Source: an optimization exercise on an open RTL-to-GDS flow (aim: small area, a short achievable clock period and few clock cycles). Production flows keep margins and buffers that such runs may drop.
Only simulation tests tie the RTL to the original design; equivalence was not proved.

## flow/run.sh

```bash
#!/bin/bash
# synth_recipe.tcl (not shown) runs the flow's synth.tcl, then flattens the netlist and writes it again
# the make line also repeats each setting of config.mk as NAME=value (left out here)
make -C /OpenROAD-flow-scripts/flow DESIGN_CONFIG=/design/flow/config.mk WORK_HOME=/design/flow/orfs CLKGATE_MAP_FILE= SYNTH_SCRIPT=/design/flow/synth_recipe.tcl finish
```

## flow/config.mk

```make
export PLATFORM = sky130hd
export DESIGN_NAME = stats_reducer
export DESIGN_NICKNAME = stats_reducer
export VERILOG_FILES = /design/flow/design.v
export SDC_FILE = /design/flow/constraint.sdc
export NUM_CORES = 4
export LEC_CHECK = 0
export CAP_MARGIN = 20
export CORE_MARGIN = 2
export CORE_UTILIZATION = 40
export PLACE_DENSITY = 0.6
export SLEW_MARGIN = 20
```

## flow/constraint.sdc

```tcl
create_clock -name core_clock -period 13.5 [get_ports {clk}]
set_input_delay 2.7000 -clock core_clock [delete_from_list [all_inputs] [get_ports {clk}]]
set_output_delay 2.7000 -clock core_clock [all_outputs]
set_load 0.01 [all_outputs]
```

## flow/design.v

```verilog
module stats_div (
    input  wire        clk,
    input  wire        start,
    input  wire [31:0] num,
    input  wire [24:0] den,
    output reg         done,
    output wire [24:0] rmd
);
    reg [31:0] x;
    reg [24:0] rem;
    reg [3:0]  cnt;
    reg        busy;
    wire [25:0] sh1 = {rem, x[31]};
    wire [26:0] d1  = {1'b0, sh1} - {2'b00, den};
    wire [24:0] r1  = d1[26] ? sh1[24:0] : d1[24:0];
    wire [25:0] sh2 = {r1, x[30]};
    wire [26:0] d2  = {1'b0, sh2} - {2'b00, den};
    wire [24:0] r2  = d2[26] ? sh2[24:0] : d2[24:0];
    assign rmd = rem;
    always @(posedge clk) begin
        done <= 1'b0;
        if (start) begin
            x    <= num;
            rem  <= 25'd0;
            cnt  <= 4'd0;
            busy <= 1'b1;
        end else if (busy) begin
            rem <= r2;
            x   <= {x[29:0], 2'b00};
            cnt <= cnt + 4'd1;
            if (cnt == 4'd15) begin
                busy <= 1'b0;
                done <= 1'b1;
            end
        end
    end
endmodule
module stats_engine #(
    parameter K = 2
) (
    input  wire               clk,
    input  wire               rst,
    input  wire               load,
    output wire               free,
    input  wire               short_,
    input  wire [8:0]         ch,
    input  wire               tap,
    input  wire [31:0]        tick,
    input  wire [24:0]        pos,
    input  wire [24:0]        used,
    input  wire [24:0]        ovr,
    input  wire [31:0]        mn,
    input  wire [31:0]        mx,
    input  wire [1:0]         fl,       
    input  wire [57:0]        n2,       
    input  wire [87:0]        q,        
    output wire               out_valid,
    input  wire               out_ready,
    output wire [359:0]       out_pkt
);
    localparam NC = 32 / K;             
    reg        busy, done;
    reg [4:0]  cnt;
    assign free      = !busy || (done && out_ready);
    assign out_valid = done;
    reg        o_short, o_tap;
    reg [8:0]  o_ch;
    reg [31:0] o_tick;
    reg [24:0] o_pos, o_used, o_ovr;
    reg [31:0] o_mn, o_mx;
    reg [1:0]  o_fl;
    reg        o_sat;
    reg [25:0] m_rem;
    reg [31:0] m_x;
    reg        m_neg;
    reg [56:0] r_rem;
    reg [61:0] r_y;
    reg [58:0] r_t;
    reg [24:0] r_n;
    reg [26:0] r_n3;
    reg [31:0] r_r;
    reg [25:0] mr [0:K];
    reg [31:0] mq [0:K];
    reg [56:0] rr [0:K];
    reg [61:0] ry [0:K];
    reg [58:0] rt [0:K];
    reg [K-1:0] rb;
    reg [26:0] msh;
    reg [27:0] mdf;
    reg [58:0] rem4;
    reg [59:0] rdf;
    integer j;
    always @(*) begin
        mr[0] = m_rem; mq[0] = m_x;
        rr[0] = r_rem; ry[0] = r_y; rt[0] = r_t;
        for (j = 0; j < K; j = j + 1) begin
            msh = {mr[j], mq[j][31]};
            mdf = {1'b0, msh} - {1'b0, r_n, 1'b0};
            mr[j+1] = mdf[27] ? msh[25:0] : mdf[25:0];
            mq[j+1] = {mq[j][30:0], !mdf[27]};
            rem4 = {rr[j], ry[j][61:60]};
            rdf  = {1'b0, rem4} - {1'b0, rt[j]};
            rb[K-1-j] = !rdf[59];
            rr[j+1] = rdf[59] ? rem4[56:0] : rdf[56:0];
            ry[j+1] = {ry[j][59:0], 2'b00};
            rt[j+1] = rdf[59] ? ({rt[j][57:0], 1'b0} - {34'd0, r_n})
                              : ({rt[j][57:0], 1'b0} + {32'd0, r_n3});
        end
    end
    wire [31-K:0] base     = r_r[31-K:0];
    wire [31-K:0] base_inc = base + 1'b1;
    wire [30:0]   hi       = {base, rb[K-1:1]};
    wire          lo_ones  = &rb[K-1:1];
    wire [30:0]   hi_inc   = lo_ones ? {base_inc, {(K-1){1'b0}}}
                                     : {base, rb[K-1:1] + 1'b1};
    wire          b0       = rb[0];
    wire          hi_ones  = &hi;
    wire          last     = (cnt == NC - 1);
    wire [31:0] s1     = n2[32:1];
    wire [31:0] s1_abs = s1[31] ? (~s1 + 32'd1) : s1;
    wire [57:0] mabs   = n2[57] ? ~n2 : n2;
    always @(posedge clk) begin
        if (rst) begin
            busy <= 1'b0;
            done <= 1'b0;
        end else if (load) begin
            busy    <= 1'b1;
            done    <= (used[24:1] == 24'd0);
            cnt     <= 5'd0;
            o_short <= short_;
            o_tap   <= tap;
            o_ch    <= ch;
            o_tick  <= tick;
            o_pos   <= pos;
            o_used  <= used;
            o_ovr   <= ovr;
            o_mn    <= mn;
            o_mx    <= mx;
            o_fl    <= fl;
            m_rem   <= mabs[57:32];
            m_neg   <= n2[57];
            r_rem   <= {31'd0, q[87:62]};
            r_y     <= q[61:0];
            r_t     <= {34'd0, used};
            r_n     <= used;
            r_n3    <= {2'b00, used} + {1'b0, used, 1'b0};
            if (used[24:1] != 24'd0) begin
                m_x   <= mabs[31:0];
                r_r   <= 32'd0;
                o_sat <= 1'b0;
            end else if (used[0]) begin
                m_x   <= s1;
                r_r   <= (s1 == 32'h8000_0000) ? 32'h7FFF_FFFF : s1_abs;
                o_sat <= (s1 == 32'h8000_0000);
            end else begin
                m_x   <= 32'd0;
                r_r   <= 32'd0;
                o_sat <= 1'b0;
            end
        end else if (busy && !done) begin
            cnt   <= cnt + 5'd1;
            m_rem <= mr[K];
            r_rem <= rr[K];
            r_y   <= ry[K];
            r_t   <= rt[K];
            if (last) begin
                done  <= 1'b1;
                m_x   <= m_neg ? ~mq[K] : mq[K];
                r_r   <= {1'b0, (b0 && !hi_ones) ? hi_inc : hi};
                o_sat <= b0 && hi_ones;
            end else begin
                m_x   <= mq[K];
                r_r   <= {r_r[31-K:0], rb};
            end
        end else if (done && out_ready) begin
            busy <= 1'b0;
            done <= 1'b0;
        end
    end
    wire       f_ovr = (o_ovr != 25'd0);
    wire [5:0] rfl   = {f_ovr, 3'b000, o_fl};
    wire [5:0] rflr  = {f_ovr | o_sat, 3'b000, o_fl};
    assign out_pkt = {
        {1'b1, rflr, 1'b0, r_r},                                       
        {1'b1, rfl,  1'b0, m_x},                                       
        {1'b1, rfl,  1'b0, o_mx},                                      
        {1'b1, rfl,  1'b0, o_mn},                                      
        {8'h80, 7'd0, o_ovr},                                          
        {8'h80, 7'd0, o_used},                                         
        {8'h80, 7'd0, o_pos},                                          
        {8'h80, o_tick},                                               
        {8'h80, o_ch, o_tap, o_short, 21'd0}                           
    };
endmodule
module stats_reducer (
    input  wire         clk,
    input  wire         rst,           
    input  wire         in_valid,
    output wire         in_ready,
    input  wire         in_commit,     
    input  wire [39:0]  in_word,
    input  wire [31:0]  in_idx,        
    input  wire [31:0]  in_tick,       
    input  wire         cfg_en,        
    input  wire         cfg_align,     
    input  wire         cfg_tap,       
    input  wire [8:0]   cfg_ch,        
    input  wire [23:0]  cfg_w_m1,      
    output wire         out_valid,
    input  wire         out_ready,
    output wire [359:0] out_pkt
);
    localparam IW = 1 + 32 + 32 + 38;
    wire [3:0] in_mtype  = in_word[31:28];
    wire       in_closer = (in_mtype == 4'h8 && in_word[12:11] == 2'b00) ||
                           (in_mtype == 4'h3 && in_word[27] && in_word[17:16] != 2'b10);
    wire       in_excl   = in_word[37] | in_word[36] | in_word[35];
    wire [37:0] in_d = in_commit ? {2'b00, cfg_en, cfg_align, cfg_tap, cfg_ch, cfg_w_m1}
                                 : {in_word[32], in_closer, in_excl, in_word[38],
                                    in_word[34], in_word[33], in_word[31:0]};
    wire [IW-1:0] in_item = {in_commit, in_tick, in_idx, in_d};
    reg           i_valid, s_valid;
    reg  [IW-1:0] i_item, s_item;
    wire          consume;
    assign in_ready = !s_valid;
    wire   take = in_valid && !s_valid;
    always @(posedge clk) begin
        if (rst) begin
            i_valid <= 1'b0;
            s_valid <= 1'b0;
        end else if (!i_valid || consume) begin
            if (s_valid) begin
                i_item  <= s_item;
                i_valid <= 1'b1;
                s_valid <= 1'b0;
            end else begin
                i_item  <= in_item;
                i_valid <= take;
            end
        end else if (take) begin
            s_item  <= in_item;
            s_valid <= 1'b1;
        end
    end
    wire        it_cm    = i_item[IW-1];
    wire [31:0] it_tick  = i_item[IW-2 -: 32];
    wire [31:0] it_idx   = i_item[IW-34 -: 32];
    wire        it_mrk   = i_item[37];
    wire        it_close = i_item[36];
    wire        it_excl  = i_item[35];
    wire        it_ovr   = i_item[34];
    wire        it_cals  = i_item[33];
    wire        it_sub   = i_item[32];
    wire signed [31:0] v = i_item[31:0];
    wire [33:0] i34 = {2'b00, it_idx};
    wire signed [63:0] vsq = v * v;
    reg        c_en, c_align, c_tap;
    reg [8:0]  c_ch;
    reg [24:0] c_w;                     
    wire [33:0] w34 = {9'd0, c_w};
    reg               w_open;           
    reg               w_pend;           
    reg               w_short;          
    reg        [33:0] w_end;            
    reg        [33:0] w_endw;           
    reg        [24:0] w_pos, w_used, w_ovr;
    reg signed [31:0] w_mn, w_mx;
    reg signed [57:0] w_n2;             
    reg        [87:0] w_q;              
    reg        [63:0] sq;               
    reg        [1:0]  w_fl;             
    reg        [31:0] w_tick;
    reg        rec_valid;
    reg [33:0] dn;
    reg        srch;
    reg [2:0]  scnt;
    reg        dv_busy;
    reg        dv_start;
    wire       dv_done;
    wire [24:0] dv_rmd;
    stats_div u_div (
        .clk(clk), .start(dv_start), .num(it_idx), .den(c_w),
        .done(dv_done), .rmd(dv_rmd)
    );
    wire        eng_free;
    reg         xfer;
    reg         xfer_short;
    wire [87:0] q_tot = w_q + {24'd0, sq};
    stats_engine u_eng (
        .clk(clk), .rst(rst), .load(xfer), .free(eng_free),
        .short_(xfer_short), .ch(c_ch), .tap(c_tap),
        .tick(w_tick), .pos(w_pos), .used(w_used), .ovr(w_ovr),
        .mn(w_mn), .mx(w_mx), .fl(w_fl), .n2(w_n2), .q(q_tot),
        .out_valid(out_valid), .out_ready(out_ready), .out_pkt(out_pkt)
    );
    wire w_free    = !w_open && (!w_pend || eng_free);
    wire cl_before = w_open && c_align && (i34 > w_end);
    wire        rec_e = cl_before ? 1'b1   : rec_valid;
    wire [33:0] dn_e  = cl_before ? w_endw : dn;
    wire        hit   = srch ? (i34 <= w_end) : (rec_e && (i34 <= dn_e));
    wire [33:0] e_new = srch ? w_end : dn_e;
    wire [33:0] ew_new = e_new + w34;
    reg accept, add, fresh, to_pend, pend_short, set_rec, clr_rec;
    reg [33:0] rec_val;
    reg cfg_ld, s_begin, s_step, d_begin;
    always @(*) begin
        accept = 1'b0; add = 1'b0; fresh = 1'b0;
        to_pend = 1'b0; pend_short = 1'b0;
        set_rec = 1'b0; clr_rec = 1'b0; rec_val = w_endw;
        cfg_ld = 1'b0; s_begin = 1'b0; s_step = 1'b0; d_begin = 1'b0;
        xfer = w_pend && eng_free;
        xfer_short = w_short;
        if (i_valid) begin
            if (it_cm) begin
                if (w_open) begin
                    if (eng_free) begin
                        xfer = 1'b1; xfer_short = 1'b1; accept = 1'b1;
                    end
                end else begin
                    accept = !w_pend || eng_free;
                end
                cfg_ld  = accept;
                clr_rec = accept;
            end else if (!c_en) begin
                accept = 1'b1;
            end else if (it_mrk) begin
                accept = 1'b1;
                if (it_close && w_open) begin
                    to_pend = 1'b1; pend_short = 1'b1;
                end
            end else if (c_align) begin
                if (cl_before) begin
                    set_rec = 1'b1; rec_val = w_endw;
                    if (eng_free) begin
                        xfer = 1'b1; xfer_short = 1'b0;
                    end else begin
                        to_pend = 1'b1;
                    end
                end
                if (w_open && !cl_before) begin
                    add = 1'b1;
                end else if (w_free || (cl_before && eng_free)) begin
                    if (hit) begin
                        add = 1'b1; fresh = 1'b1;
                    end else if (srch) begin
                        s_step = 1'b1;
                    end else if (!dv_busy) begin
                        if (rec_e) s_begin = 1'b1;
                        else       d_begin = 1'b1;
                    end
                end
                accept = add;
            end else begin
                if (w_open) begin
                    add = 1'b1;
                end else if (w_free) begin
                    add = 1'b1; fresh = 1'b1;
                end
                accept = add;
            end
        end
    end
    assign consume = accept;
    wire [33:0] a_end  = fresh ? e_new  : w_end;
    wire [33:0] a_endw = fresh ? ew_new : w_endw;
    wire [24:0] a_pos  = (fresh ? 25'd0 : w_pos) + 25'd1;
    wire [24:0] b_used = fresh ? 25'd0 : w_used;
    wire        first  = (b_used == 25'd0);
    wire        closes = c_align ? (i34 >= a_end) : (a_pos == c_w);
    always @(posedge clk) begin
        if (rst) begin
            c_en      <= 1'b0;
            c_align   <= 1'b1;
            c_tap     <= 1'b0;
            c_ch      <= 9'd0;
            c_w       <= 25'd1000;
            w_open    <= 1'b0;
            w_pend    <= 1'b0;
            rec_valid <= 1'b0;
            srch      <= 1'b0;
            dv_busy   <= 1'b0;
            dv_start  <= 1'b0;
            w_q       <= 88'd0;
            sq        <= 64'd0;
        end else begin
            if (cfg_ld) begin
                c_en    <= i_item[35];
                c_align <= i_item[34];
                c_tap   <= i_item[33];
                c_ch    <= i_item[32:24];
                c_w     <= {1'b0, i_item[23:0]} + 25'd1;
            end
            w_q <= xfer ? 88'd0 : q_tot;
            sq  <= (add && !it_excl) ? vsq : 64'd0;
            if (xfer) begin
                w_open <= 1'b0;
                w_pend <= 1'b0;
            end
            if (to_pend) begin
                w_open  <= 1'b0;
                w_pend  <= 1'b1;
                w_short <= pend_short;
            end
            if (clr_rec)
                rec_valid <= 1'b0;
            else if (set_rec) begin
                rec_valid <= 1'b1;
                dn        <= rec_val;
            end
            dv_start <= 1'b0;
            if (s_begin) begin
                srch  <= 1'b1;
                scnt  <= 3'd0;
                w_end <= dn_e + w34;
            end
            if (s_step) begin
                w_end <= w_end + w34;
                scnt  <= scnt + 3'd1;
                if (scnt == 3'd7) begin
                    srch     <= 1'b0;
                    dv_busy  <= 1'b1;
                    dv_start <= 1'b1;
                end
            end
            if (d_begin) begin
                dv_busy  <= 1'b1;
                dv_start <= 1'b1;
            end
            if (dv_done && dv_busy) begin
                dv_busy <= 1'b0;
                srch    <= 1'b1;
                scnt    <= 3'd0;
                w_end   <= i34 - {9'd0, dv_rmd} + w34 - 34'd1;
            end
            if (add) begin
                srch   <= 1'b0;
                w_open <= !closes;
                w_pend <= closes;
                w_short <= 1'b0;
                w_end  <= a_end;
                w_endw <= a_endw;
                w_pos  <= a_pos;
                w_used <= b_used + {24'd0, !it_excl};
                w_ovr  <= (fresh ? 25'd0 : w_ovr) + {24'd0, !it_excl && it_ovr};
                if (!it_excl) begin
                    w_mn   <= (first || v < w_mn) ? v : w_mn;
                    w_mx   <= (first || v > w_mx) ? v : w_mx;
                    w_n2   <= (fresh ? 58'sd0 : w_n2) + {{25{v[31]}}, v, 1'b1};
                    w_fl   <= (fresh ? 2'b00 : w_fl) | {it_cals, it_sub};
                end else if (fresh) begin
                    w_mn   <= 32'sd0;
                    w_mx   <= 32'sd0;
                    w_n2   <= 58'sd0;
                    w_fl   <= 2'b00;
                end
                w_tick <= it_tick;
                if (closes && c_align) begin
                    rec_valid <= 1'b1;
                    dn        <= a_endw;
                end
            end
        end
    end
endmodule
```

==> impl_metrics.env, run 1 <==
export IMPL_drv_slew=0
export IMPL_synthTopCellsByCount="inv_1, nand2_1, edfxtp_1"
export IMPL_grt_max_degree=146
export IMPL_die_w_um=559.6
export IMPL_wire_per_inst_um=21.57
export IMPL_synth_seq_cells=1289
export IMPL_synth_ff_type="edfxtp_1"
export IMPL_cpMaxStageDelayCell="o41ai_2"
export IMPL_critPathLaunchType="register"
export IMPL_globalplace_congestion=0.9345
export IMPL_totalWireLength_um=379300
export IMPL_seqCellArea_sq_mm=0.03642
export IMPL_drtIter0Drc=7432
export IMPL_relSlewSlack=0.2019
export IMPL_placement_io_buffers=403
export IMPL_rr_worst_depth=36
export IMPL_numCtsBuffers=163
export IMPL_antenna_found_initial=22
export IMPL_nFillCells=29750
export IMPL_yosysTopAreaCell="edfxtp_1"
export IMPL_ys_async_sr_fraction=0
export IMPL_grt_pass1_wl_um=574100
export IMPL_run_status="no timing/DRC/antenna violations"
export IMPL_path_max_fanout=32
export IMPL_finClkSkew_ns=0.08225
export IMPL_cts_tree="yes"
export IMPL_cts_resized=0
export IMPL_route_layer_met1_wl_um=163600
export IMPL_hold_depth=0
export IMPL_finalSetupTns_ns=0
export IMPL_vias_per_cell=5.398
export IMPL_finalHoldViolCount=0
export IMPL_drv_cap=0
export IMPL_synth_area_leaders="edfxtp_1, fa_1, ha_1, inv_1, xnor2_1"
export IMPL_grt_pass1_vias=93700
export IMPL_io_pins=507
export IMPL_synth_top_area_share=0.2578
export IMPL_setup_viol=0
export IMPL_avgSynthCellArea_sq_um=9.446
export IMPL_nets=15460
export IMPL_synth_edf_count=1060
export IMPL_path_clk_slew_ns=0.06
export IMPL_cpPeakStageDelay_ns=0.85
export IMPL_num_vias=94900
export IMPL_yosysWarnings=8
export IMPL_hold_class="reg -> reg"
export IMPL_rsz0062_at_grt="false"
export IMPL_fmax_ghz=0.08428
export IMPL_cts_num_sinks=1289
export IMPL_num_rows=204
export IMPL_first_pass_iters=6
export IMPL_worst_slew_pin_slew_ns=1.196
export IMPL_die_h_um=559.6
export IMPL_cts_setup_buffers=0
export IMPL_cp_end_kind="register"
export IMPL_synthToLayoutAreaGrowth_pct=11.16
export IMPL_synth_most_common_cell="inv_1"
export IMPL_hpwl_um=292500
export IMPL_clockBufferDepth=4
export IMPL_highest_layer="met5"
export IMPL_core_area_sq_mm=0.3081
export IMPL_utilization=0.4456
export IMPL_dieArea_sq_mm=0.3132
export IMPL_wl_met3_um=24650
export IMPL_critPathKind="reg -> reg"
export IMPL_ys_types=123
export IMPL_ys_seq_area_frac=0.2949
export IMPL_ctsHtreeMaxLevel=4
export IMPL_clk_latency_ns=0.87
export IMPL_fin_crit_sh=0.8789
export IMPL_cts_root_buf="clkbuf_16"
export IMPL_arrival_ns=12.42
export IMPL_start_util=0.4008
export IMPL_synthCells=13070
export IMPL_layout_drive_gt1_share=0.05686
export IMPL_hold_buffers=0
export IMPL_min_period_ns=11.86
export IMPL_grt_overflow=0
export IMPL_ant_nets=0
export IMPL_multi_input_area_sq_mm=0.07834
export IMPL_drc=0
export IMPL_wl_met2_um=175200
export IMPL_netlist_area_sq_mm=0.1235
export IMPL_grt_total_usage=0.2378
export IMPL_cp_required_ns=14.05
[stage by stage]
step           area [sq um]  cells  setup WS [ns]  hold WS [ns]
2_1_floorplan        123900  13180         0.2870        0.4003
3_3_place_gp         131800  17280          1.999        0.4002
3_5_place_dp         131800  17280          2.013        0.4045
4_1_cts              137200  17570          1.879        0.4115
5_1_grt              137300  17580         0.9917        0.4172
6_report             137300  17580          1.635        0.4117
[flip-flops by register name (all words and copies together) (netlist names), 27 cells and up]
register	cells
i_item	103
s_item	103
w_q	88
sq	63
u_eng.r_y	62
u_eng.r_t	59
w_n2	58
u_eng.r_rem	57
dn	34
w_end	34
w_endw	34
u_div.x	32
u_eng.m_x	32
u_eng.o_mn	32
u_eng.o_mx	32
u_eng.o_tick	32
u_eng.r_r	32
w_mn	32
w_mx	32
w_tick	32
u_eng.r_n3	27
[layout by cell type (no fill, tap or decap), types with 129 or more instances in the layout]
cell	instances
clkbuf_16	167
fa_1	1023
a21o_1	285
a21oi_1	857
a211oi_1	179
nor2_1	1008
o21ai_0	515
xnor2_1	544
ha_1	964
clkdlybuf4s50_1	401
xor2_1	295
and2_1	285
mux2_2	196
nor3_1	208
edfxtp_1	1060
inv_1	1748
nand2_1	1079
dfxtp_1	227
nand3_1	242
buf_4	147
mux2i_1	129
[area by class of cell]
class	count	area share
repair buffers	556	0.03828
inverters	1770	0.04842
clock inverters	103	0.008003
clock buffers	193	0.03159
multi-input cells	9544	0.5707
well taps	4120	0.03755
flip-flops and latches	1289	0.2653
diodes	6	0.0001094
[kinds of logic after synthesis]
family | count (synthesis) | synth area share
xor+xnor | 839 | 0.05950
compound gates | 2658 | 0.1388
other cells | 2 | 0.00006081
flops | 1289 | 0.2949
fa+ha+maj | 1988 | 0.2636
simple gates | 3628 | 0.1390
mux | 328 | 0.02888
buf+inv | 2342 | 0.07532
[layer usage]
metal / global-route usage / vias up
met5: 0 / -
met3: 0.03852 / 549
met4: 0.08832 / 6
met1: 0.3154 / 46580
met2: 0.3899 / 2705
li1: - / 45060
[worst max-delay path, delay by kind of cell (launching register included)]
kind                     cells  cell delay, ns
multiplexers                 1            0.39
flip-flops                   1            0.53
AND/OR/NAND/NOR             11            3.03
adder cells (fa/ha/maj)      3            1.06
AO/OA/AOI/OAI               20            6.11
buffers and inverters        1            0.32
[final timing paths]
check	slack [ns]	end	startpoint
worst min register to register	0.41	u_eng.o_tick[19]	w_tick[19]
worst min-delay path	0.41	u_eng.o_tick[19]	w_tick[19]
worst max register to register	1.64	w_n2[50]	i_item[55]
worst max-delay path	1.64	w_n2[50]	i_item[55]
Testbench counts, summed over its fixed seeds: cycles 290,970.
==> run 2, diff against run 1 <==
--- a/flow/design.v
+++ b/flow/design.v
@@ -253,7 +253,17 @@
     wire        it_sub   = i_item[32];
     wire signed [31:0] v = i_item[31:0];
     wire [33:0] i34 = {2'b00, it_idx};
-    wire signed [63:0] vsq = v * v;
+    wire [30:0] sq_u = v[30:0];
+    wire        sq_s = v[31];
+    reg  [63:0] vsq;
+    integer k;
+    always @(*) begin
+        vsq = {{32{1'b0}}, ({32{sq_s}} & ~{1'b0, sq_u})} << 32;
+        for (k = 0; k < 31; k = k + 1)
+            vsq = vsq + ({33'd0, sq_u[k] ? (sq_u >> (k + 1)) : 31'd0} << (2 * k + 2))
+                      + ({63'd0, sq_u[k]} << (2 * k));
+        vsq = vsq + {31'd0, sq_s, 32'd0} + {1'b0, sq_s, 62'd0};
+    end
     reg        c_en, c_align, c_tap;
     reg [8:0]  c_ch;
     reg [24:0] c_w;                     
==> run 2 against run 1 <==
  * Design area down 13%
  * Clock-buffer cell count up 9
  * Setup slack worse by 0.28 ns
  * Highest routed layer is now met4
  * Utilization up 0.58 points
  * Sequential share of layout area up 3.9 points
  * Routed wire length down 11%
  * Critical path depth unchanged
==> impl_metrics.env, run 2 <==
export IMPL_synth_most_common_cell="nand2_1"
export IMPL_core_area_sq_mm=0.2653
export IMPL_hpwl_um=252200
export IMPL_cpMaxStageDelayCell="nor4_1"
export IMPL_worst_slew_pin_slew_ns=1.159
export IMPL_wire_per_inst_um=22.17
export IMPL_totalWireLength_um=339300
export IMPL_grt_total_usage=0.2421
export IMPL_hold_buffers=0
export IMPL_synth_area_leaders="edfxtp_1, ha_1, fa_1, dfxtp_1, xnor2_1"
export IMPL_antenna_found_initial=6
export IMPL_yosysTopAreaCell="edfxtp_1"
export IMPL_synth_seq_cells=1289
export IMPL_postLayoutCellArea_sq_mm=0.1198
export IMPL_critPathKind="reg -> reg"
export IMPL_first_pass_iters=6
export IMPL_finalHoldViolCount=0
export IMPL_synthTopCellsByCount="nand2_1, edfxtp_1, ha_1"
export IMPL_min_period_ns=12.14
export IMPL_start_util=0.4026
export IMPL_dieArea_sq_mm=0.2712
export IMPL_ys_seq_area_frac=0.3409
export IMPL_cts_resized=0
export IMPL_cts_root_buf="clkbuf_16"
export IMPL_path_common_cell="a31oi_1"
export IMPL_path_clk_slew_ns=0.06
export IMPL_globalplace_congestion=0.9339
export IMPL_num_vias=86260
export IMPL_hold_class="reg -> reg"
export IMPL_seqCellArea_sq_mm=0.03642
export IMPL_cp_end_kind="register"
export IMPL_drtIter0Drc=7263
export IMPL_ys_async_sr_fraction=0
export IMPL_grt_overflow=0
export IMPL_final_common_cell="nand2_1"
export IMPL_nFillCells=25120
export IMPL_cpPeakStageDelay_ns=1.04
export IMPL_ff2ff_setup_slack_ns=1.36
export IMPL_setup_viol=0
export IMPL_grt_max_degree=159
export IMPL_placement_io_buffers=403
export IMPL_pre_cts_ws_ns=1.666
export IMPL_arrival_ns=12.71
export IMPL_finClkSkew_ns=0.08232
export IMPL_synthCells=11410
export IMPL_multi_input_area_sq_mm=0.06485
export IMPL_path_max_fanout=21
export IMPL_setup_ws_ns=1.358
export IMPL_ant_nets=0
export IMPL_netlist_area_sq_mm=0.1068
export IMPL_drc=0
export IMPL_clockBufferDepth=4
export IMPL_utilization=0.4514
export IMPL_grt_pass1_vias=85130
export IMPL_cp_required_ns=14.06
export IMPL_die_h_um=520.8
export IMPL_post_dp_cell_area_sq_mm=0.1144
export IMPL_yosysWarnings=8
export IMPL_relSlewSlack=0.2200
export IMPL_run_status="no timing/DRC/antenna violations"
export IMPL_final_cell_mix="nand2_1, edfxtp_1, ha_1"
export IMPL_avgSynthCellArea_sq_um=9.363
export IMPL_cts_tree="yes"
export IMPL_die_w_um=520.8
export IMPL_vias_per_cell=5.635
export IMPL_io_pins=507
export IMPL_fmax_ghz=0.08236
export IMPL_reg_top3="i_item x103, s_item x103, w_q x88"
export IMPL_fin_crit_sh=0.8994
export IMPL_synth_edf_count=1060
export IMPL_cts_num_sinks=1289
export IMPL_ys_types=104
export IMPL_critPathLaunchType="register"
export IMPL_synth_top_area_share=0.2980
export IMPL_synthToLayoutAreaGrowth_pct=12.12
export IMPL_drv_cap=0
export IMPL_clk_latency_ns=0.86
export IMPL_layout_drive_gt1_share=0.05947
export IMPL_nets=13210
export IMPL_num_rows=189
export IMPL_ctsHtreeMaxLevel=4
export IMPL_synth_ff_type="edfxtp_1"
export IMPL_grt_pass1_wl_um=510600
export IMPL_drv_slew=0
export IMPL_finalSetupTns_ns=0
export IMPL_numCtsBuffers=160
export IMPL_cts_setup_buffers=0
export IMPL_rsz0062_at_grt="false"
[run 2: changes by cell type in the layout (fill, tap and decap cells not counted), sizes merged, moves of 31 or more]
cell / previous run / this run
a21oi: 862 / 737
nor2: 1014 / 979
a211oi: 193 / 162
and2: 287 / 206
nor2b: 130 / 192
o21ai: 529 / 561
inv: 1772 / 950
fa: 1023 / 418
a21o: 285 / 251
[run 2: path summary, 6_finish.rpt]
| path | startpoint | endpoint | cells after the start |
|---|---|---|---|
| worst min register to register | i_item[86] | w_tick[16] | 0 |
| worst max-delay path | i_item[68] | w_n2[56] | 36 |
| worst min-delay path | i_item[86] | w_tick[16] | 0 |
| worst max register to register | i_item[68] | w_n2[56] | 36 |
[run 2: per-stage QoR]
step	cells	hold WS [ns]
6_report	15310	0.4152
5_1_grt	15310	0.4237
4_1_cts	15300	0.4177
3_5_place_dp	15020	0.4045
3_3_place_gp	15020	0.4001
2_1_floorplan	11510	0.4003
[run 2: kinds of logic (layout without fill, tap and decap cells)]
kind of cell / Yosys count / after routing / synth area share
muxes: 371 / 371 / 0.03735
DFF: 1289 / 1289 / 0.3409
other: 2 / 105 / 0.00007030
adders and majority gates: 1413 / 1413 / 0.1949
and+or+nand+nor: 3523 / 3523 / 0.1546
buffers and inverters: 1507 / 1769 / 0.05723
AOI/OAI and AO/OA: 2481 / 2481 / 0.1474
xor gates and xnor gates: 823 / 823 / 0.06762
[run 2: critical path: cells and delay by family (launching register included)]
family,cells,cell delay [ns]
AO/OA/AOI/OAI,18,4.88
AND/OR/NAND/NOR,10,3.68
adder cells (fa/ha/maj),3,1.10
buffers and inverters,2,0.86
flip-flops,1,0.58
multiplexers,2,0.57
XOR/XNOR,1,0.16
[run 2: layout make-up]
class | count | share of cell area
multi-input cells | 8713 | 0.5415
flip-flops and latches | 1289 | 0.3041
repair buffers | 539 | 0.04275
clock buffers | 202 | 0.03807
well taps | 3533 | 0.03691
inverters | 946 | 0.02972
clock inverters | 82 | 0.006885
diodes | 3 | 0.00006268
[run 2: layer usage]
layer  wire length (um)  global-route usage  vias to the layer above
li1                   -                   -                    40510
met4              16670              0.1088                        0
met2             154500              0.3925                     2945
met3              23240             0.03756                      560
met1             144900              0.3184                    42240
met5                  0                   0                        -
Testbench counts of run 2, summed over its fixed seeds: cycles 290,970.
==> run 3, diff against run 2 <==
--- a/flow/config.mk
+++ b/flow/config.mk
@@ -5,8 +5,10 @@
 export SDC_FILE = /design/flow/constraint.sdc
 export NUM_CORES = 4
 export LEC_CHECK = 0
+export ABC_CLOCK_PERIOD_IN_PS = 5000
 export CAP_MARGIN = 20
 export CORE_MARGIN = 2
 export CORE_UTILIZATION = 40
 export PLACE_DENSITY = 0.6
+export SETUP_SLACK_MARGIN = 5
 export SLEW_MARGIN = 20
==> run 3 against run 2 <==
  * Synthesized cell count unchanged
  * Die area unchanged
  * First-iteration DRC count increased by 2.0%
  * Routed wire length increased by 3.2%
  * Setup slack improved by 3.5 ns
  * Non-clock buffer count increased by 192
  * Worst hold slack got worse by 0.0029 ns
  * Sequential share of layout area decreased by 1.0 points
  * Utilization increased by 1.6 points
  * Critical path type unchanged
  * Critical endpoint is now dn[25]
==> impl_metrics.env, run 3 <==
export IMPL_run_status="no timing/DRC/antenna violations"
export IMPL_yosysWarnings=8
export IMPL_reg_top3="i_item x103, s_item x103, w_q x88"
export IMPL_path_clk_slew_ns=0.06
export IMPL_yosysTopAreaCell="edfxtp_1"
export IMPL_grt_pass1_vias=85620
export IMPL_grt_pass1_wl_um=518100
export IMPL_numCtsBuffers=161
export IMPL_rsz0062_at_grt="true"
export IMPL_post_dp_cell_area_sq_mm=0.1143
export IMPL_utilization=0.4669
export IMPL_drv_cap=0
export IMPL_ys_seq_area_frac=0.3409
export IMPL_synthToLayoutAreaGrowth_pct=15.97
export IMPL_clk_latency_ns=0.87
export IMPL_synthCells=11410
export IMPL_layout_drive_gt1_share=0.09603
export IMPL_die_w_um=520.8
export IMPL_synth_area_leaders="edfxtp_1, ha_1, fa_1, dfxtp_1, xnor2_1"
export IMPL_avgSynthCellArea_sq_um=9.363
export IMPL_finalHoldViolCount=0
export IMPL_ys_types=104
export IMPL_route_layer_met1_wl_um=148900
export IMPL_wire_per_inst_um=22.59
export IMPL_stdcell_count=15500
export IMPL_multi_input_area_sq_mm=0.06704
export IMPL_synthTopCellsByCount="nand2_1, edfxtp_1, ha_1"
export IMPL_synth_most_common_cell="nand2_1"
export IMPL_vias_per_cell=5.640
export IMPL_synth_xor_area_frac=0.06762
export IMPL_ff2ff_setup_slack_ns=4.86
export IMPL_final_cell_mix="nand2_1, edfxtp_1, ha_1"
export IMPL_start_util=0.4026
export IMPL_synth_seq_cells=1289
export IMPL_clockBufferDepth=4
export IMPL_netlist_area_sq_mm=0.1068
export IMPL_ant_nets=0
export IMPL_cts_num_sinks=1289
export IMPL_ys_async_sr_fraction=0
export IMPL_setup_viol=0
export IMPL_globalplace_congestion=0.9345
export IMPL_worst_slew_pin_slew_ns=1.185
export IMPL_cts_tree="yes"
export IMPL_drtIter0Drc=7409
export IMPL_rr_worst_depth=41
export IMPL_num_rows=189
export IMPL_cp_required_ns=14.19
export IMPL_nets=13400
export IMPL_synth_ff_type="edfxtp_1"
export IMPL_synth_compound_area_frac=0.1474
export IMPL_placement_io_buffers=403
export IMPL_seqCellArea_sq_mm=0.03642
export IMPL_synthSimpleGateAreaFrac=0.1546
export IMPL_min_period_ns=8.644
export IMPL_synth_top_area_share=0.2980
export IMPL_relSlewSlack=0.2041
export IMPL_path_common_cell="a21o_1"
export IMPL_muxShareOfSynthArea=0.03735
export IMPL_highest_layer="met5"
export IMPL_synth_top_family_by_area="adder cells"
export IMPL_first_pass_iters=8
export IMPL_arrival_ns=9.33
export IMPL_wl_met2_um=158500
export IMPL_postLayoutCellArea_sq_mm=0.1239
export IMPL_grt_overflow=0
export IMPL_finalSetupTns_ns=0
export IMPL_hold_class="reg -> reg"
export IMPL_die_h_um=520.8
export IMPL_hold_depth=0
export IMPL_drc=0
export IMPL_critPathLaunchType="register"
export IMPL_finClkSkew_ns=0.09155
export IMPL_num_vias=87440
export IMPL_core_area_sq_mm=0.2653
export IMPL_io_pins=507
export IMPL_cts_root_buf="clkbuf_16"
export IMPL_cpPeakStageDelay_ns=0.50
export IMPL_cp_end_kind="register"
export IMPL_dp_cells=15020
export IMPL_fmax_ghz=0.1157
export IMPL_fin_crit_sh=0.6403
export IMPL_final_common_cell="nand2_1"
export IMPL_nFillCells=24760
export IMPL_drv_slew=0
export IMPL_antenna_found_initial=6
export IMPL_critPathKind="reg -> reg"
export IMPL_grt_total_usage=0.2465
export IMPL_wl_met3_um=25280
export IMPL_grt_max_degree=137
export IMPL_synthAdderAreaFrac=0.1949
export IMPL_ctsHtreeMaxLevel=4
export IMPL_dieArea_sq_mm=0.2712
export IMPL_hpwl_um=251300
export IMPL_path_max_fanout=8
export IMPL_totalWireLength_um=350200
export IMPL_synth_edf_count=1060
export IMPL_cpMaxStageDelayCell="edfxtp_1"
run 3: per-stage QoR:
stage,setup slack (ns),hold WS [ns]
floorplan,4.973,0.4003
global placement,2.114,0.4007
detailed placement,2.078,0.4045
CTS,4.975,0.4071
global route,4.565,0.4121
finish,4.856,0.4123
run 3: repair_timing:
action                                  CTS  global route
hold buffers                              0             0
endpoints found under the setup margin  696           219
pin swaps                                82           135
setup buffers                           101            71
resized for setup                       246           270
gates cloned                             12            14
run 3: area by class of cell:
cell class	instances	area share
clock inverter	70	0.004939
timing repair buffer	731	0.05879
tap	3533	0.03568
clock buffer	213	0.03662
inverter	946	0.02879
antenna	5	0.0001010
sequential	1289	0.2940
multi-input combinational	8716	0.5411
run 3: path summary, 6_finish.rpt:
kind                            startpoint    endpoint
worst min-delay path            i_item[85]  w_tick[15]
worst max-delay path            i_item[65]      dn[25]
worst min register to register  i_item[85]  w_tick[15]
worst max register to register  i_item[65]      dn[25]
run 3: cells by family after synthesis:
| logic type | after synthesis |
|---|---|
| muxes | 371 |
| xor gates and xnor gates | 823 |
| and+or+nand+nor | 3523 |
| other | 2 |
| DFF | 1289 |
| buffers and inverters | 1507 |
| adders and majority gates | 1413 |
| AOI/OAI and AO/OA | 2481 |
run 3: layer usage:
metal  global-route usage  vias up
met5                    0        -
met4               0.1116        2
met3              0.04052      633
met2               0.3945     3186
met1               0.3268    42640
li1                     -    40980
run 3: worst max-delay path, delay by kind of cell (launching register included):
family / cells / cell delay [ns]
buffers and inverters: 7 / 1.08
adder cells (fa/ha/maj): 3 / 0.80
flip-flops: 1 / 0.50
AO/OA/AOI/OAI: 19 / 3.68
AND/OR/NAND/NOR: 8 / 1.37
multiplexers: 4 / 0.99
==> run 4, diff against run 3 <==
--- a/flow/design.v
+++ b/flow/design.v
@@ -1,5 +1,6 @@
 module stats_div (
     input  wire        clk,
+    input  wire        rst,
     input  wire        start,
     input  wire [31:0] num,
     input  wire [24:0] den,
@@ -19,7 +20,9 @@
     assign rmd = rem;
     always @(posedge clk) begin
         done <= 1'b0;
-        if (start) begin
+        if (rst) begin
+            busy <= 1'b0;
+        end else if (start) begin
             x    <= num;
             rem  <= 25'd0;
             cnt  <= 4'd0;
@@ -66,7 +69,7 @@
     reg        o_short, o_tap;
     reg [8:0]  o_ch;
     reg [31:0] o_tick;
-    reg [24:0] o_pos, o_used, o_ovr;
+    reg [24:0] o_pos, o_ovr;
     reg [31:0] o_mn, o_mx;
     reg [1:0]  o_fl;
     reg        o_sat;
@@ -132,7 +135,6 @@
             o_ch    <= ch;
             o_tick  <= tick;
             o_pos   <= pos;
-            o_used  <= used;
             o_ovr   <= ovr;
             o_mn    <= mn;
             o_mx    <= mx;
@@ -186,7 +188,7 @@
         {1'b1, rfl,  1'b0, o_mx},                                      
         {1'b1, rfl,  1'b0, o_mn},                                      
         {8'h80, 7'd0, o_ovr},                                          
-        {8'h80, 7'd0, o_used},                                         
+        {8'h80, 7'd0, r_n},                                            
         {8'h80, 7'd0, o_pos},                                          
         {8'h80, o_tick},                                               
         {8'h80, o_ch, o_tap, o_short, 21'd0}                           
@@ -289,7 +291,7 @@
     wire       dv_done;
     wire [24:0] dv_rmd;
     stats_div u_div (
-        .clk(clk), .start(dv_start), .num(it_idx), .den(c_w),
+        .clk(clk), .rst(rst), .start(dv_start), .num(it_idx), .den(c_w),
         .done(dv_done), .rmd(dv_rmd)
     );
     wire        eng_free;
@@ -303,20 +305,27 @@
         .mn(w_mn), .mx(w_mx), .fl(w_fl), .n2(w_n2), .q(q_tot),
         .out_valid(out_valid), .out_ready(out_ready), .out_pkt(out_pkt)
     );
+    wire gt_end  = i34 >  w_end;
+    wire ge_end  = i34 >= w_end;
+    wire le_endw = i34 <= w_endw;
+    wire ge_endw = i34 >= w_endw;
+    wire le_dn   = i34 <= dn;
+    wire ge_dn   = i34 >= dn;
     wire w_free    = !w_open && (!w_pend || eng_free);
-    wire cl_before = w_open && c_align && (i34 > w_end);
-    wire        rec_e = cl_before ? 1'b1   : rec_valid;
-    wire [33:0] dn_e  = cl_before ? w_endw : dn;
-    wire        hit   = srch ? (i34 <= w_end) : (rec_e && (i34 <= dn_e));
-    wire [33:0] e_new = srch ? w_end : dn_e;
+    wire cl_before = w_open && c_align && gt_end;
+    wire        rec_e  = w_open || rec_valid;
+    wire        hit    = srch ? !gt_end : (w_open ? le_endw : (rec_valid && le_dn));
+    wire [33:0] e_new  = srch ? w_end  : (w_open ? w_endw  : dn);
+    wire        cl_new = srch ? ge_end : (w_open ? ge_endw : ge_dn);
     wire [33:0] ew_new = e_new + w34;
+    wire        pos_last = (w_pos + 25'd1 == c_w);
+    wire        w_is1    = (c_w == 25'd1);
     reg accept, add, fresh, to_pend, pend_short, set_rec, clr_rec;
-    reg [33:0] rec_val;
     reg cfg_ld, s_begin, s_step, d_begin;
     always @(*) begin
         accept = 1'b0; add = 1'b0; fresh = 1'b0;
         to_pend = 1'b0; pend_short = 1'b0;
-        set_rec = 1'b0; clr_rec = 1'b0; rec_val = w_endw;
+        set_rec = 1'b0; clr_rec = 1'b0;
         cfg_ld = 1'b0; s_begin = 1'b0; s_step = 1'b0; d_begin = 1'b0;
         xfer = w_pend && eng_free;
         xfer_short = w_short;
@@ -340,7 +349,7 @@
                 end
             end else if (c_align) begin
                 if (cl_before) begin
-                    set_rec = 1'b1; rec_val = w_endw;
+                    set_rec = 1'b1;
                     if (eng_free) begin
                         xfer = 1'b1; xfer_short = 1'b0;
                     end else begin
@@ -371,12 +380,17 @@
         end
     end
     assign consume = accept;
-    wire [33:0] a_end  = fresh ? e_new  : w_end;
-    wire [33:0] a_endw = fresh ? ew_new : w_endw;
-    wire [24:0] a_pos  = (fresh ? 25'd0 : w_pos) + 25'd1;
-    wire [24:0] b_used = fresh ? 25'd0 : w_used;
-    wire        first  = (b_used == 25'd0);
-    wire        closes = c_align ? (i34 >= a_end) : (a_pos == c_w);
+    wire        closes = c_align ? (fresh ? cl_new : ge_end)
+                                 : (fresh ? w_is1  : pos_last);
+    wire        inc_u  = !it_excl;
+    wire        inc_o  = !it_excl && it_ovr;
+    wire [24:0] pos_c  = w_pos  + 25'd1;
+    wire [24:0] used_c = w_used + {24'd0, inc_u};
+    wire [24:0] ovr_c  = w_ovr  + {24'd0, inc_o};
+    wire [57:0] x2     = {{25{v[31]}}, v, 1'b1};
+    wire [57:0] n2_c   = w_n2 + x2;
+    wire        mn_c   = (w_used == 25'd0) || (v < w_mn);
+    wire        mx_c   = (w_used == 25'd0) || (v > w_mx);
     always @(posedge clk) begin
         if (rst) begin
             c_en      <= 1'b0;
@@ -415,13 +429,13 @@
                 rec_valid <= 1'b0;
             else if (set_rec) begin
                 rec_valid <= 1'b1;
-                dn        <= rec_val;
+                dn        <= w_endw;
             end
             dv_start <= 1'b0;
             if (s_begin) begin
                 srch  <= 1'b1;
                 scnt  <= 3'd0;
-                w_end <= dn_e + w34;
+                w_end <= ew_new;
             end
             if (s_step) begin
                 w_end <= w_end + w34;
@@ -447,15 +461,15 @@
                 w_open <= !closes;
                 w_pend <= closes;
                 w_short <= 1'b0;
-                w_end  <= a_end;
-                w_endw <= a_endw;
-                w_pos  <= a_pos;
-                w_used <= b_used + {24'd0, !it_excl};
-                w_ovr  <= (fresh ? 25'd0 : w_ovr) + {24'd0, !it_excl && it_ovr};
+                w_end  <= fresh ? e_new  : w_end;
+                w_endw <= fresh ? ew_new : w_endw;
+                w_pos  <= fresh ? 25'd1 : pos_c;
+                w_used <= fresh ? {24'd0, inc_u} : used_c;
+                w_ovr  <= fresh ? {24'd0, inc_o} : ovr_c;
                 if (!it_excl) begin
-                    w_mn   <= (first || v < w_mn) ? v : w_mn;
-                    w_mx   <= (first || v > w_mx) ? v : w_mx;
-                    w_n2   <= (fresh ? 58'sd0 : w_n2) + {{25{v[31]}}, v, 1'b1};
+                    w_mn   <= (fresh || mn_c) ? v : w_mn;
+                    w_mx   <= (fresh || mx_c) ? v : w_mx;
+                    w_n2   <= fresh ? x2 : n2_c;
                     w_fl   <= (fresh ? 2'b00 : w_fl) | {it_cals, it_sub};
                 end else if (fresh) begin
                     w_mn   <= 32'sd0;
@@ -466,7 +480,7 @@
                 w_tick <= it_tick;
                 if (closes && c_align) begin
                     rec_valid <= 1'b1;
-                    dn        <= a_endw;
+                    dn        <= fresh ? ew_new : w_endw;
                 end
             end
         end
==> flow/flow/run.sh (new file) <==
#!/bin/bash
# Own layout flow: the standard synthesis unchanged, then the standard layout
# steps with timing repair aimed at a larger setup margin, so that the period
# the layout achieves is shorter than the clock period. Each step's output is
# kept in a log file of its own in this folder.
set -euo pipefail
MARGIN=$(cat flow/margin.txt)
bash standard.sh synth > synth.log 2>&1
bash standard.sh SETUP_SLACK_MARGIN=$MARGIN finish > layout.log 2>&1
==> flow/flow/margin.txt (new file) <==
8
==> flow/standard.sh (new file) <==
#!/bin/bash
# synth_recipe.tcl (not shown) runs the flow's synth.tcl, then flattens the netlist and writes it again
# the make line also repeats each setting of config.mk as NAME=value (left out here)
make -C /OpenROAD-flow-scripts/flow DESIGN_CONFIG=/design/flow/config.mk WORK_HOME=/design/flow/orfs CLKGATE_MAP_FILE= SYNTH_SCRIPT=/design/flow/synth_recipe.tcl "${@:-finish}"
--- a/flow/config.mk
+++ b/flow/config.mk
@@ -5,10 +5,9 @@
 export SDC_FILE = /design/flow/constraint.sdc
 export NUM_CORES = 4
 export LEC_CHECK = 0
-export ABC_CLOCK_PERIOD_IN_PS = 5000
+export ABC_CLOCK_PERIOD_IN_PS = 4000
 export CAP_MARGIN = 20
 export CORE_MARGIN = 2
 export CORE_UTILIZATION = 40
 export PLACE_DENSITY = 0.6
-export SETUP_SLACK_MARGIN = 5
 export SLEW_MARGIN = 20
removed: flow/run.sh
==> run 4 against run 3 <==
  * Via count grew 6.3%
  * Design area grew 9.6%
  * Fmax grew 22%
  * Clock-buffer cell count shrank 6
  * Critical path type unchanged
==> impl_metrics.env, run 4 <==
export IMPL_totalWireLength_um=390000
export IMPL_drv_cap=0
export IMPL_cpMaxStageDelayCell="or3_4"
export IMPL_globalplace_congestion=0.9655
export IMPL_ctsHtreeMaxLevel=4
export IMPL_path_clk_slew_ns=0.06
export IMPL_reg_top3="i_item x103, s_item x103, w_q x88"
export IMPL_dp_cells=15130
export IMPL_wire_per_inst_um=24.22
export IMPL_ys_seq_area_frac=0.3411
export IMPL_relSlewSlack=0.2039
export IMPL_final_common_cell="edfxtp_1"
export IMPL_finalSetupTns_ns=0
export IMPL_synth_most_common_cell="nand2_1"
export IMPL_clk_latency_ns=0.88
export IMPL_ys_async_sr_fraction=0
export IMPL_synthToLayoutAreaGrowth_pct=26.18
export IMPL_worst_slew_pin_slew_ns=1.186
export IMPL_nets=13980
export IMPL_synth_top_area_share=0.3039
export IMPL_drtIter0Drc=8533
export IMPL_finClkSkew_ns=0.09835
export IMPL_netlist_area_sq_mm=0.1076
export IMPL_num_vias=92910
export IMPL_start_util=0.4020
export IMPL_arrival_ns=7.60
export IMPL_yosysWarnings=8
export IMPL_placement_io_buffers=403
export IMPL_synthTopCellsByCount="nand2_1, edfxtp_1, ha_1"
export IMPL_synth_area_leaders="edfxtp_1, ha_1, fa_1, xnor2_1, nand2_1"
export IMPL_synth_ff_type="edfxtp_1"
export IMPL_core_area_sq_mm=0.2677
export IMPL_path_delay_family="compound AO/OA/AOI/OAI gates"
export IMPL_die_w_um=522.7
export IMPL_holdWs_ns=0.4165
export IMPL_cts_num_sinks=1289
export IMPL_synth_seq_cells=1289
export IMPL_cts_tree="yes"
export IMPL_rsz0062_at_grt="true"
export IMPL_hpwl_um=256400
export IMPL_die_h_um=522.7
export IMPL_antenna_found_initial=21
export IMPL_grt_max_degree=85
export IMPL_grt_overflow=0
export IMPL_num_rows=190
export IMPL_fin_crit_sh=0.5236
export IMPL_cp_end_kind="register"
export IMPL_clockBufferDepth=3
export IMPL_stdcell_count=16110
export IMPL_critPathLaunchType="register"
export IMPL_grt_pass1_wl_um=566100
export IMPL_yosysTopAreaCell="edfxtp_1"
export IMPL_synthCells=11490
export IMPL_avgSynthCellArea_sq_um=9.363
export IMPL_critPathKind="reg -> reg"
export IMPL_io_pins=507
export IMPL_final_cell_mix="edfxtp_1, nand2_1, inv_1"
export IMPL_path_max_fanout=6
export IMPL_path_common_cell="buf_6"
export IMPL_drc=0
export IMPL_grt_total_usage=0.2718
export IMPL_run_status="no timing/DRC/antenna violations"
export IMPL_setup_viol=0
export IMPL_numCtsBuffers=157
export IMPL_ys_types=106
export IMPL_synth_edf_count=1089
export IMPL_first_pass_iters=8
export IMPL_utilization=0.5073
export IMPL_dieArea_sq_mm=0.2732
export IMPL_drv_slew=0
export IMPL_cts_root_buf="clkbuf_16"
export IMPL_fmax_ghz=0.1415
export IMPL_min_period_ns=7.069
export IMPL_cp_required_ns=14.03
export IMPL_vias_per_cell=5.769
export IMPL_layout_drive_gt1_share=0.1881
export IMPL_critPathBufInv=8
export IMPL_grt_pass1_vias=90800
export IMPL_finalHoldViolCount=0
export IMPL_nFillCells=23900
export IMPL_cpPeakStageDelay_ns=0.46
export IMPL_hold_class="reg -> reg"
export IMPL_ant_nets=0
[run 4: cell count changes after synthesis, sizes merged, moves of 20 or more]
| cell | before | now |
|---|---|---|
| dfxtp | 229 | 200 |
| a21boi | 54 | 30 |
| a21o | 251 | 319 |
| o211ai | 54 | 81 |
| o21ai | 561 | 649 |
| and2 | 206 | 250 |
| a21oi | 737 | 780 |
| edfxtp | 1060 | 1089 |
| xor2 | 300 | 320 |
| nor2 | 979 | 918 |
| a211oi | 162 | 114 |
| nor2b | 192 | 139 |
| mux2i | 159 | 95 |
[run 4: worst register-to-register path, delay by kind of cell, from the launching register on]
kind            cells  cell delay, ns
compound gates     15            3.53
buf+inv             8            1.13
simple gates        3            0.87
fa+ha+maj           2            0.69
flops               1            0.39
xor+xnor            1            0.19
[run 4: worst paths after layout]
kind                      end  slack [ns]  cells past startpoint    startpoint
max reg2reg     u_eng.r_t[52]        6.43                     29  u_eng.r_n[1]
max             u_eng.r_t[52]        6.43                     29  u_eng.r_n[1]
min reg2reg  u_eng.o_tick[31]        0.42                      0    w_tick[31]
min          u_eng.o_tick[31]        0.42                      0    w_tick[31]
[run 4: final cells by class]
cell class	count	area (sq um)	share of cell area
clock buffers	207	4300	0.03167
diodes	20	50.05	0.0003686
well taps	3552	4444	0.03273
clock inverters	78	1132	0.008339
repair inverters	6	105.1	0.0007740
multi-input cells	8782	71920	0.5297
inverters	966	3717	0.02738
repair buffers	1205	13390	0.09858
flip-flops and latches	1289	36730	0.2705
[run 4: logic make-up (layout without fill, tap and decap cells)]
kind of cell             count (synthesis)  after routing  share of synthesized area
adder cells (fa/ha/maj)               1425           1425                     0.1948
buffers and inverters                 1526           2462                    0.05765
XOR/XNOR                               835            835                    0.06810
AND/OR/NAND/NOR                       3437           3441                     0.1503
multiplexers                           293            293                    0.02967
other                                    2            122                 0.00006979
flip-flops                            1289           1289                     0.3411
AO/OA/AOI/OAI                         2686           2686                     0.1583
[run 4: layer usage]
layer | up-vias | share of wire | global-route usage
li1 | 42380 | - | -
met5 | - | 0.00024 | 0
met4 | 14 | 0.062 | 0.1391
met1 | 45660 | 0.40 | 0.3410
met3 | 945 | 0.086 | 0.05644
met2 | 3912 | 0.46 | 0.4413
[run 4: timing repair]
item	CTS	global route
gates resized for setup	1208	607
setup endpoints to repair	1217	777
setup buffers	381	199
gates cloned	72	15
hold buffers	0	0
pin swaps	441	397
[run 4: metrics by stage]
step / instance area [sq um] / setup WS, ns
global route: 135800 / 6.262
finish: 135800 / 6.431
detailed placement: 115200 / 3.511
CTS: 131100 / 6.533
floorplan: 108100 / 4.779
global placement: 115200 / 3.426
Testbench counts of run 4, summed over its fixed seeds: cycles 290,970.

## what the ideal ports hide
No port has a modelled driver above. Below, the same layouts with a new extraction and two added sets of constraints. Step 1 sets driving cells, clkbuf_16 on the clock port and buf_2 on the other inputs (assumed; they add their load-dependent delay and slew). Step 2, shift: input delay + t, output delay - t, t = (earliest + latest rising clock arrival at the registers) / 2. This alone moves slack from input paths to output paths. Three values: no drivers, after step 1, after step 2; two values: the first two.
run	shift t [ns]	setup WS [ns]	latest minus earliest clock arrival (ns)	worst slew at a driven data input, ns
run 1	0.930	1.635 / 1.635 / 1.635	0.083 / 0.083	0.11
run 2	0.931	1.358 / 1.358 / 1.358	0.093 / 0.092	0.10
run 3	0.929	4.856 / 4.856 / 4.379	0.093 / 0.093	0.12
run 4	0.927	6.431 / 6.431 / 6.431	0.101 / 0.101	0.15
After both steps setup and hold are still met in every run listed. The setup slack of run 3, which loses most, moves by 0.000 ns with the drivers and by -0.477 ns with both steps.
